Source: an optimization exercise on an open RTL-to-GDS flow (aim: small area). Production flows keep margins and buffers that such runs may drop. Only simulation tests tie the RTL to the original design; equivalence was not proved.

before:
Design al864_ustep_engine, start of the top module:
module al864_ustep_engine (
    input  wire        clk,
    input  wire        rst,                
    input  wire        in_valid,
    input  wire [35:0] in_pos,             
    input  wire [47:0] in_vel,             
    input  wire [12:0] in_per,             
    input  wire        in_lead,            
    input  wire [11:0] in_eofs,            
    input  wire [7:0]  in_scale_ax,        
    input  wire [7:0]  in_scale_glob,      
    input  wire [7:0]  in_scale_derate,    
    input  wire [5:0]  in_hyst,            
    output reg         out_valid,
    output wire [11:0] out_eidx,           
    output wire [9:0]  out_a_upper,
    output wire [9:0]  out_a_lower,
    output wire        out_a_neg,          
    output wire        out_a_zero,         
    output wire        out_a_clamp,        
    output wire [9:0]  out_b_upper,
    output wire [9:0]  out_b_lower,
    output wire        out_b_neg,
    output wire        out_b_zero,
    output wire        out_b_clamp
);
Size: ~2900 cells after synthesis, roughly 200 I/O pins.
==> flow/config.mk <==
export PLATFORM = sky130hd
export DESIGN_NAME = al864_ustep_engine
export DESIGN_NICKNAME = al864_ustep_engine
export VERILOG_FILES = /design/flow/design.v
export SDC_FILE = /design/flow/constraint.sdc
export NUM_CORES = 4
export LEC_CHECK = 0
export ABC_AREA = 1
export CAP_MARGIN = 10
export CORE_MARGIN = 2
export CORE_UTILIZATION = 60
export SLEW_MARGIN = 10
export SYNTH_MEMORY_MAX_BITS = 32768
export BUFFER_PORTS_ARGS = -buffer_cell sky130_fd_sc_hd__buf_1
==> flow/constraint.sdc <==
create_clock -name core_clock -period 20.0 [get_ports {clk}]
set_input_delay 4.0000 -clock core_clock [delete_from_list [all_inputs] [get_ports {clk}]]
set_output_delay 4.0000 -clock core_clock [all_outputs]
set_load 0.01 [all_outputs]
standard.sh (not shown) runs the stock make flow with config.mk's settings and CLKGATE_MAP_FILE= SYNTH_SCRIPT=/design/flow/synth_recipe.tcl, a recipe that flattens the netlist after the stock synthesis.
==> flow/flow/run.sh <==
#!/bin/bash
# Layout flow: the standard flow, with these changes.
# 1. After the standard synthesis, the netlist is rewritten:
#    - faflip.py runs some full adders on complemented signals (a full adder is
#      self-dual) to cancel inverters between full adders;
#    - remap.sh re-maps all combinational logic except full adders, flip-flops
#      and tie cells with an area-oriented ABC script; flip-flops keep their names
#      and cells;
#    - unbuf.py removes the buffers ABC leaves where logic reduced to a wire.
# 2. The port buffers use the smallest buffer cell (buf_1).
set -e
echo 'export BUFFER_PORTS_ARGS = -buffer_cell sky130_fd_sc_hd__buf_1' >> config.mk
bash standard.sh synth > standard_synth.log 2>&1
R=orfs/results/sky130hd/al864_ustep_engine/base
cp $R/1_2_yosys.v $R/1_2_yosys_standard.v
python3 flow/faflip.py $R/1_2_yosys_standard.v $R/1_2_yosys_faflip.v > faflip.log 2>&1
bash flow/remap.sh $R/1_2_yosys_faflip.v $R/1_2_yosys_remap.v 12 > remap.log 2>&1
python3 flow/unbuf.py $R/1_2_yosys_remap.v $R/1_2_yosys.v > unbuf.log 2>&1
rm -f $R/1_synth.odb $R/1_synth.sdc
bash standard.sh > standard.log 2>&1
Other scripts of this flow, unchanged in this note and not shown: flow/flow/dontuse.txt, flow/flow/faflip.py, flow/flow/partition.py, flow/flow/remap.script, flow/flow/remap.sh, flow/flow/unbuf.py
--- input diff before..after ---
diff --git a/flow/config.mk b/flow/config.mk
--- a/flow/config.mk
+++ b/flow/config.mk
@@ -7,8 +7,8 @@
 export LEC_CHECK = 0
 export ABC_AREA = 1
-export CAP_MARGIN = 10
+export CAP_MARGIN = 20
 export CORE_MARGIN = 2
-export CORE_UTILIZATION = 60
-export SLEW_MARGIN = 10
+export CORE_UTILIZATION = 35
+export SLEW_MARGIN = 20
 export SYNTH_MEMORY_MAX_BITS = 32768
 export BUFFER_PORTS_ARGS = -buffer_cell sky130_fd_sc_hd__buf_1
### Flow results
Final design area excluding fillers grows by a few percent when moving from before to after.
[compare] base=before new=after: global-route usage moved down.

---

Starting RTL as in the previous note.
Settings: LEC_CHECK=0, ABC_AREA=1, CAP_MARGIN=10, CORE_MARGIN=2, CORE_UTILIZATION=55, SLEW_MARGIN=10, SYNTH_MEMORY_MAX_BITS=32768, BUFFER_PORTS_ARGS=-buffer_cell sky130_fd_sc_hd__buf_1; clock period 20.0 ns.
Scripts as last shown in full above: flow/flow/run.sh
Other scripts of this flow, unchanged in this note and not shown: flow/flow/dontuse.txt, flow/flow/faflip.py, flow/flow/partition.py, flow/flow/remap.script, flow/flow/remap.sh, flow/flow/unbuf.py
The starting point passed the timing, DRC and antenna checks.
Change:
--- a/flow/config.mk
+++ b/flow/config.mk
@@ -8,6 +8,6 @@
 export ABC_AREA = 1
-export CAP_MARGIN = 10
+export CAP_MARGIN = 20
 export CORE_MARGIN = 2
 export CORE_UTILIZATION = 55
-export SLEW_MARGIN = 10
+export SLEW_MARGIN = 20
 export SYNTH_MEMORY_MAX_BITS = 32768
Wire length barely changes.
Cell area barely changes.
Worst setup slack gets better by 0.076 ns.
Die area does not change.
Count of clock-buffer cells in the layout does not change.
Utilization barely changes.
Maximum frequency grows slightly.

---

Another version of the RTL of al864_ustep_engine (not shown whole).
Size in the first run: ~36 flip-flops, roughly 200 I/O pins.
==> flow/config.mk <==
export PLATFORM = sky130hd
export DESIGN_NAME = al864_ustep_engine
export DESIGN_NICKNAME = al864_ustep_engine
export VERILOG_FILES = /design/flow/design.v
export SDC_FILE = /design/flow/constraint.sdc
export NUM_CORES = 4
export LEC_CHECK = 0
export ABC_AREA = 1
export CAP_MARGIN = 20
export CORE_MARGIN = 2
export CORE_UTILIZATION = 35
export SLEW_MARGIN = 20
export SYNTH_MEMORY_MAX_BITS = 32768
==> flow/constraint.sdc <==
create_clock -name core_clock -period 20.0 [get_ports {clk}]
set_input_delay 4.0000 -clock core_clock [delete_from_list [all_inputs] [get_ports {clk}]]
set_output_delay 4.0000 -clock core_clock [all_outputs]
set_load 0.01 [all_outputs]
run.sh (not shown) runs the stock make flow with config.mk's settings and CLKGATE_MAP_FILE= SYNTH_SCRIPT=/design/flow/synth_recipe.tcl, a recipe that flattens the netlist after the stock synthesis.
Stock flow here: none of the scripts above is used.
The baseline completed without violations.
Change:
==> flow/flow/run.sh (new file) <==
#!/bin/bash
# Standard layout, with the smallest buffer cell for the port buffers.
set -e

echo 'export BUFFER_PORTS_ARGS = -buffer_cell sky130_fd_sc_hd__buf_1' >> config.mk
bash standard.sh > standard.log 2>&1
==> flow/standard.sh (new file) <==
#!/bin/bash
# synth_recipe.tcl (not shown) runs the flow's synth.tcl, then flattens the netlist and writes it again
# the make line also repeats each setting of config.mk as NAME=value (left out here)
make -C /OpenROAD-flow-scripts/flow DESIGN_CONFIG=/design/flow/config.mk WORK_HOME=/design/flow/orfs CLKGATE_MAP_FILE= SYNTH_SCRIPT=/design/flow/synth_recipe.tcl "${@:-finish}"
--- a/flow/config.mk
+++ b/flow/config.mk
@@ -12,2 +12,3 @@
 export SLEW_MARGIN = 20
 export SYNTH_MEMORY_MAX_BITS = 32768
+export BUFFER_PORTS_ARGS = -buffer_cell sky130_fd_sc_hd__buf_1
removed: flow/run.sh
What happened: Worst setup slack is better by 0.24 ns; final cell count stays flat; sequential share of layout area barely changes; via count is about the same; critical path depth is unchanged; first-iteration DRC count goes down by 2.8%; clock-buffer cell count goes up by 2.

re-timing with driven ports:
In the flow no input, the clock included, has a driving cell. The finished layouts below were timed again as built, in two steps.
Step 1 assumes that a clkbuf_16 drives the clock port and a buf_2 every other input.
Step 2, shift: input delay + t, output delay - t, t = (earliest + latest rising clock arrival at the registers) / 2. This alone moves slack from input paths to output paths.
Three values: no drivers, after step 1, after step 2; two values: the first two.
| run | shift t [ns] | setup slack, ns | hold slack, ns |
|---|---|---|---|
| before | 0.331 | 1.255 / 1.210 / 1.541 | 3.793 / 3.772 / 4.103 |
| after | 0.353 | 1.977 / 1.921 / 2.274 | 3.789 / 3.758 / 4.111 |
| the first run of note 2 | 0.325 | 1.348 / 1.305 / 1.630 | 3.804 / 3.787 / 4.111 |
| the second run of note 2 | 0.325 | 1.424 / 1.381 / 1.705 | 3.803 / 3.786 / 4.111 |
| the first run of note 3 | 0.365 | 1.700 / 1.653 / 2.019 | 4.123 / 4.099 / 4.465 |
| the second run of note 3 | 0.369 | 1.940 / 1.891 / 2.260 | 3.771 / 3.749 / 4.118 |
After both steps setup and hold are still met in every run listed.
